Context: an optimization exercise on an open-source flow, tuned for small area, a short achievable clock period and few clock cycles per item. The choices shown serve that exercise and are no tape-out recipe.
Where RTL was checked, it was by simulation tests only, not by an equivalence proof against the original.

// mx_encoder
module mx_encoder (
    input  wire          clk,
    input  wire          rst,           
    input  wire          in_valid,
    output wire          in_ready,
    input  wire [3:0]    in_fmt,
    input  wire [1023:0] in_data,
    output reg           out_valid,
    input  wire          out_ready,
    output reg  [263:0]  out_block
);
export LEC_CHECK = 0
export ABC_CLOCK_PERIOD_IN_PS = 12000
export CAP_MARGIN = 20
export CORE_MARGIN = 2
export CORE_UTILIZATION = 40
export CTS_BUF_LIST = sky130_fd_sc_hd__clkbuf_4
export GPL_TIMING_DRIVEN = 1
export PLACE_DENSITY = 0.75
export SLEW_MARGIN = 20
create_clock -name core_clock -period 250.0 [get_ports {clk}]
standard.sh (not shown) runs the stock make flow with config.mk's settings and CLKGATE_MAP_FILE= SYNTH_SCRIPT=/design/flow/synth_recipe.tcl, a recipe that flattens the netlist after the stock synthesis.
==> flow/flow/run.sh <==
#!/bin/bash
# Own layout flow: the standard ORFS flow (standard.sh), with two changes
# to how the layout is made:
#  - Yosys maps the logic with an area-recovering ABC script (flow/abc.script,
#    the script Yosys's abc pass runs by default for a liberty library)
#    instead of ORFS's delay-driven one, which upsizes and buffers to meet
#    a 250 ps target;
#  - port buffers are sky130_fd_sc_hd__buf_1 cells (every port still gets one).
# Each tool's full output stays in this folder: make's in flow_make.log, and
# ORFS's per-step logs under orfs/logs/.
set -euo pipefail
here=$(pwd)
rm -rf "$here/scripts_mod"
cp -r "$FLOW_HOME/scripts" "$here/scripts_mod"
cp "$here/flow/abc.script" "$here/scripts_mod/abc_speed.script"
bash "$here/standard.sh" SCRIPTS_DIR="$here/scripts_mod" \
    BUFFER_PORTS_ARGS="-buffer_cell sky130_fd_sc_hd__buf_1" finish \
    > "$here/flow_make.log" 2>&1
test -f "$here/out/final.def"
==> flow/flow/abc.script <==
strash
&get -n
&fraig -x
&put
scorr
dc2
dretime
strash
&get -n
&dch -f
&nf
&put
topo
stime -c
buffer -c {D}
upsize -c {D}
dnsize -c {D}
Testbench counts at the start, summed over its fixed seeds: cycles 3,208, items 3,200.
==> next run, changes <==
==> flow/flow/abc.script (replaced) <==
strash
&get -n
&fraig -x
&put
scorr
dc2
dretime
strash
&get -n
&dch -f
&nf
&put
--- a/flow/config.mk
+++ b/flow/config.mk
@@ -6,5 +6,4 @@
 export NUM_CORES = 8
 export LEC_CHECK = 0
-export ABC_CLOCK_PERIOD_IN_PS = 12000
 export CAP_MARGIN = 20
 export CORE_MARGIN = 2
Effect: The new run finished clean. Hold slack improved by 0.024 ns. Count of clock-buffer cells in the layout goes up by 14. Non-clock buffer count goes down by 10. Register-to-register slack is worse by 0.36 ns. Worst setup slack loses 0.34 ns.

========
exp/lagoon:
mx_encoder, a different RTL version from the one above (not shown whole).
Size in the first run: roughly 1300 I/O pins, about 64000 sq um of cells after synthesis.
clock: 250.0 ns
lec_check: 0
cap_margin: 20
core_margin: 2
core_utilization: 40
cts_buf_list: sky130_fd_sc_hd__clkbuf_4
gpl_timing_driven: 1
place_density: 0.75
slew_margin: 20
==> flow/flow/run.sh <==
#!/bin/bash
# Own layout flow: the standard ORFS flow (standard.sh), with two changes
# to how the layout is made:
#  - Yosys maps the logic with an area-recovering ABC script (flow/abc.script,
#    Yosys's own default ABC script) instead of ORFS's delay-driven one;
#  - port buffers are sky130_fd_sc_hd__buf_1 cells (every port still gets one).
# Each tool's full output stays in this folder: make's in flow_make.log, and
# ORFS's per-step logs under orfs/logs/.
set -euo pipefail
here=$(pwd)
rm -rf "$here/scripts_mod"
cp -r "$FLOW_HOME/scripts" "$here/scripts_mod"
cp "$here/flow/abc.script" "$here/scripts_mod/abc_speed.script"
bash "$here/standard.sh" SCRIPTS_DIR="$here/scripts_mod" \
    BUFFER_PORTS_ARGS="-buffer_cell sky130_fd_sc_hd__buf_1" finish \
    > "$here/flow_make.log" 2>&1
test -f "$here/out/final.def"
==> flow/flow/abc.script <==
strash
&get -n
&fraig -x
&put
scorr
dc2
dretime
strash
&get -n
&dch -f
&nf -R 1000
&put
exp/lagoon: flow completed, timing, DRC and antenna clean
Testbench counts of exp/lagoon, summed over its fixed seeds: cycles 3,208, items 3,200.
#### Input delta (exp/onyx over exp/lagoon)
# exp/lagoon
export LEC_CHECK = 0
export CAP_MARGIN = 20
export CORE_MARGIN = 2
export CORE_UTILIZATION = 40
export CTS_BUF_LIST = sky130_fd_sc_hd__clkbuf_4
export GPL_TIMING_DRIVEN = 1
export PLACE_DENSITY = 0.75
export SLEW_MARGIN = 20
create_clock -name core_clock -period 250.0 [get_ports {clk}]
# exp/onyx
export LEC_CHECK = 0
export CAP_MARGIN = 20
export CORE_MARGIN = 2
export CORE_UTILIZATION = 40
export CTS_BUF_LIST = sky130_fd_sc_hd__clkbuf_4
export GPL_TIMING_DRIVEN = 1
export SLEW_MARGIN = 20
create_clock -name core_clock -period 250.0 [get_ports {clk}]
==> flow/flow/abc.script <==
strash
&get -n
&fraig -x
&put
scorr
dc2
dretime
strash
&get -n
&dch -f
&nf
&put
==> summary.txt <==
[compare] base=exp/lagoon new=exp/onyx: worst setup slack shows an increase of 0.34 ns; highest clock rate shows an increase of 0.47%; data arrival time of the critical path shows a reduction of 0.34 ns. Timing, DRC, antenna: 0 failures across exp/lagoon and exp/onyx. Re number of stages on the worst hold path: exp/lagoon was lower than exp/onyx. Summary of exp/onyx over exp/lagoon: simple-gate share of the synthesized area moved down, met3 usage in global routing now sits lower, sequential share of layout area moved down, relative max-transition margin lost 0.28 points. Run comparison: exp/onyx critical path endpoint out_block[166]; exp/lagoon critical path endpoint skid[88].
Edits applied to the flow inputs when going from exp/onyx to exp/zinc:
# exp/onyx
export LEC_CHECK = 0
export CAP_MARGIN = 20
export CORE_MARGIN = 2
export CORE_UTILIZATION = 40
export CTS_BUF_LIST = sky130_fd_sc_hd__clkbuf_4
export GPL_TIMING_DRIVEN = 1
export SLEW_MARGIN = 20
create_clock -name core_clock -period 250.0 [get_ports {clk}]
# exp/zinc
export LEC_CHECK = 0
export CAP_MARGIN = 20
export CORE_MARGIN = 2
export CORE_UTILIZATION = 40
export CTS_BUF_LIST = sky130_fd_sc_hd__clkbuf_4
export GPL_TIMING_DRIVEN = 1
export PLACE_DENSITY = 0.75
export SLEW_MARGIN = 20
create_clock -name core_clock -period 250.0 [get_ports {clk}]
### Flow results
Between exp/onyx and exp/zinc, the number of standard cells in the final layout excluding fillers does not differ in any meaningful way. Compared with exp/onyx, in exp/zinc wire length of the first global-routing pass closely matched the old numbers, worst-case register-to-register setup slack has decreased, hold slack rose by 0.0032 ns, largest net degree at the start of global routing shrank by 4.8%, slew at the pin closest to its max-slew limit shrank by 0.0099 ns. Between exp/zinc and exp/onyx, it is exp/zinc whose pre-CTS worst setup slack is higher, by 0.19 ns. The setup slack of exp/zinc is larger than that of exp/onyx.

========
Setup of run 1:
Another version of the RTL of mx_encoder (not shown whole).
Size: ~8600 cells after synthesis, ~1300 I/O pins.
==> flow/config.mk <==
export PLATFORM = sky130hd
export DESIGN_NAME = mx_encoder
export DESIGN_NICKNAME = mx_encoder
export VERILOG_FILES = /design/flow/design.v
export SDC_FILE = /design/flow/constraint.sdc
export NUM_CORES = 8
export LEC_CHECK = 0
export CAP_MARGIN = 20
export CORE_MARGIN = 2
export CORE_UTILIZATION = 40
export CTS_BUF_LIST = sky130_fd_sc_hd__clkbuf_4
export CTS_CLUSTER_SIZE = 12
export GPL_TIMING_DRIVEN = 1
export PLACE_DENSITY = 0.75
export SLEW_MARGIN = 20
==> flow/constraint.sdc <==
create_clock -name core_clock -period 250.0 [get_ports {clk}]
set_input_delay 50.0000 -clock core_clock [delete_from_list [all_inputs] [get_ports {clk}]]
set_output_delay 50.0000 -clock core_clock [all_outputs]
set_load 0.01 [all_outputs]
==> flow/flow/abc.script <==
strash
&get -n
&fraig -x
&put
scorr
dc2
dretime
strash
&get -n
&dch -f
&nf
&put
Scripts as last shown in full above: flow/flow/run.sh
Run 1 reached the final stage; the timing, DRC and antenna checks on its layout passed.
Setup changes, run 1 to run 2
Settings: CTS_CLUSTER_SIZE removed (was 12).
Results
Run 2: PASS, flow complete, no timing, DRC or antenna violations
Between run 1 and run 2, the sequential share of layout area figures differ only marginally.
There was hardly any difference in first-pass GRT wire length between run 2 and run 1.
Routed wire length across run 1 and run 2: no real change.
From run 1 to run 2, footprint of the flip-flops and latches did not move at all.
The final area on run 1 is in line with that on run 2.
Part of the cycle the worst path needs delta (run 2 -> run 1): insignificant
No run of this note included a check of the RTL's function; only the layout flow was run.

========
mx_encoder, a different RTL version from the one above (not shown whole).
Size in the first run: about 8600 cells after synthesis, roughly 530 flip-flops, about 1300 I/O pins.
==> flow/config.mk <==
export PLATFORM = sky130hd
export DESIGN_NAME = mx_encoder
export DESIGN_NICKNAME = mx_encoder
export VERILOG_FILES = /design/flow/design.v
export SDC_FILE = /design/flow/constraint.sdc
export NUM_CORES = 8
export LEC_CHECK = 0
export CAP_MARGIN = 20
export CORE_MARGIN = 2
export CORE_UTILIZATION = 40
export GPL_TIMING_DRIVEN = 0
export SLEW_MARGIN = 20
==> flow/constraint.sdc <==
create_clock -name core_clock -period 250.0 [get_ports {clk}]
set_input_delay 50.0000 -clock core_clock [delete_from_list [all_inputs] [get_ports {clk}]]
set_output_delay 50.0000 -clock core_clock [all_outputs]
set_load 0.01 [all_outputs]
Scripts as last shown in full above: flow/flow/run.sh, flow/flow/abc.script
Testbench counts at the start, summed over its fixed seeds: cycles 3,208, items 3,200.
Rerun with:
--- a/flow/config.mk
+++ b/flow/config.mk
@@ -6,7 +6,8 @@
 export NUM_CORES = 8
 export LEC_CHECK = 0
-export CAP_MARGIN = 20
+export CAP_MARGIN = 0
 export CORE_MARGIN = 2
 export CORE_UTILIZATION = 40
+export CTS_BUF_LIST = sky130_fd_sc_hd__clkbuf_4
 export GPL_TIMING_DRIVEN = 0
-export SLEW_MARGIN = 20
+export SLEW_MARGIN = 0
=>
- With this change the flow finished but failed the layout checks on max-capacitance violations, max-slew violations
- register-to-register slack gains 0.25 ns
- first-iteration DRC count climbs by 2.5%
- critical path depth is unchanged
- hold slack degrades by 0.015 ns
- final area falls by 1.5%
- area after synthesis stays the same
- utilization shrinks by 0.71 points
Rerun with:
--- a/flow/config.mk
+++ b/flow/config.mk
@@ -6,8 +6,9 @@
 export NUM_CORES = 8
 export LEC_CHECK = 0
-export CAP_MARGIN = 0
+export CAP_MARGIN = 20
 export CORE_MARGIN = 2
 export CORE_UTILIZATION = 40
 export CTS_BUF_LIST = sky130_fd_sc_hd__clkbuf_4
-export GPL_TIMING_DRIVEN = 0
-export SLEW_MARGIN = 0
+export GPL_TIMING_DRIVEN = 1
+export PLACE_DENSITY = 0.75
+export SLEW_MARGIN = 20
This time the run completed with no timing, DRC or antenna violations.
Count of clock-buffer cells in the layout goes down by 21.
Die area is unchanged.
Clock skew goes up by 0.058 ns.
Rerun with:
--- a/flow/config.mk
+++ b/flow/config.mk
@@ -11,4 +11,3 @@
 export CTS_BUF_LIST = sky130_fd_sc_hd__clkbuf_4
 export GPL_TIMING_DRIVEN = 1
-export PLACE_DENSITY = 0.75
 export SLEW_MARGIN = 20
The new run ran to the end with no violations.
Die area does not change.
Synthesized cell count does not change.
Worst setup slack is better by 0.25 ns.
Routed wire length is lower by 1.3%.
Count of clock-buffer cells in the layout rises by 11.
Area after synthesis does not change.
Design area stays flat.
Clock skew drops by 0.0060 ns.
Non-clock buffer count fell by 12.

-- afterwards: timing with drivers on the ports --
The results above use ideal ports. As a check the final layouts listed here were re-extracted and re-timed, cells and wires unchanged.
Step 1 sets driving cells, clkbuf_16 on the clock port and buf_2 on the other inputs (assumed; they add their load-dependent delay and slew).
Step 2 also shifts input and output timing later by t, the mid clock arrival at the registers, as if the neighbouring blocks saw the same clock.
Slacks: ideal ports / drivers / drivers and shift; pairs: ideal ports / drivers.
| run | t, ns | setup WS [ns] | latest minus earliest clock arrival (ns) | worst register clock-pin slew, ns | worst data-port slew with drivers (ns) |
|---|---|---|---|---|---|
| the first run of note 1 | 1.120 | 183.361 / 183.407 / 182.287 | 0.079 / 0.080 | 0.08 / 0.08 | 0.19 |
| the second run of note 1 | 1.230 | 183.023 / 183.079 / 181.849 | 0.128 / 0.128 | 0.09 / 0.09 | 0.22 |
| exp/lagoon | 1.119 | 177.184 / 177.235 / 176.116 | 0.105 / 0.105 | 0.09 / 0.09 | 0.28 |
| exp/onyx | 1.179 | 177.523 / 177.597 / 176.418 | 0.081 / 0.080 | 0.09 / 0.09 | 0.37 |
| exp/zinc | 1.220 | 178.871 / 178.833 / 177.613 | 0.082 / 0.082 | 0.08 / 0.08 | 0.30 |
| run 1 | 1.217 | 180.515 / 180.504 / 179.287 | 0.114 / 0.115 | 0.09 / 0.09 | 0.28 |
| run 2 | 1.204 | 180.475 / 180.462 / 179.257 | 0.117 / 0.117 | 0.09 / 0.09 | 0.28 |
| the first run of note 4 | 0.718 | 178.642 / 178.688 / 177.970 | 0.053 / 0.053 | 0.07 / 0.07 | 0.23 |
| the second run of note 4 | 1.141 | 177.451 / 177.506 / 176.365 | 0.081 / 0.080 | 0.08 / 0.08 | 0.23 |
| the third run of note 4 | 1.167 | 178.918 / 178.899 / 177.732 | 0.119 / 0.119 | 0.09 / 0.09 | 0.20 |
| the fourth run of note 4 | 1.241 | 179.164 / 179.187 / 177.945 | 0.127 / 0.127 | 0.09 / 0.09 | 0.23 |
For exp/zinc, which loses most, drivers alone change the setup slack by -0.038 ns; drivers and shift together by -1.258 ns.
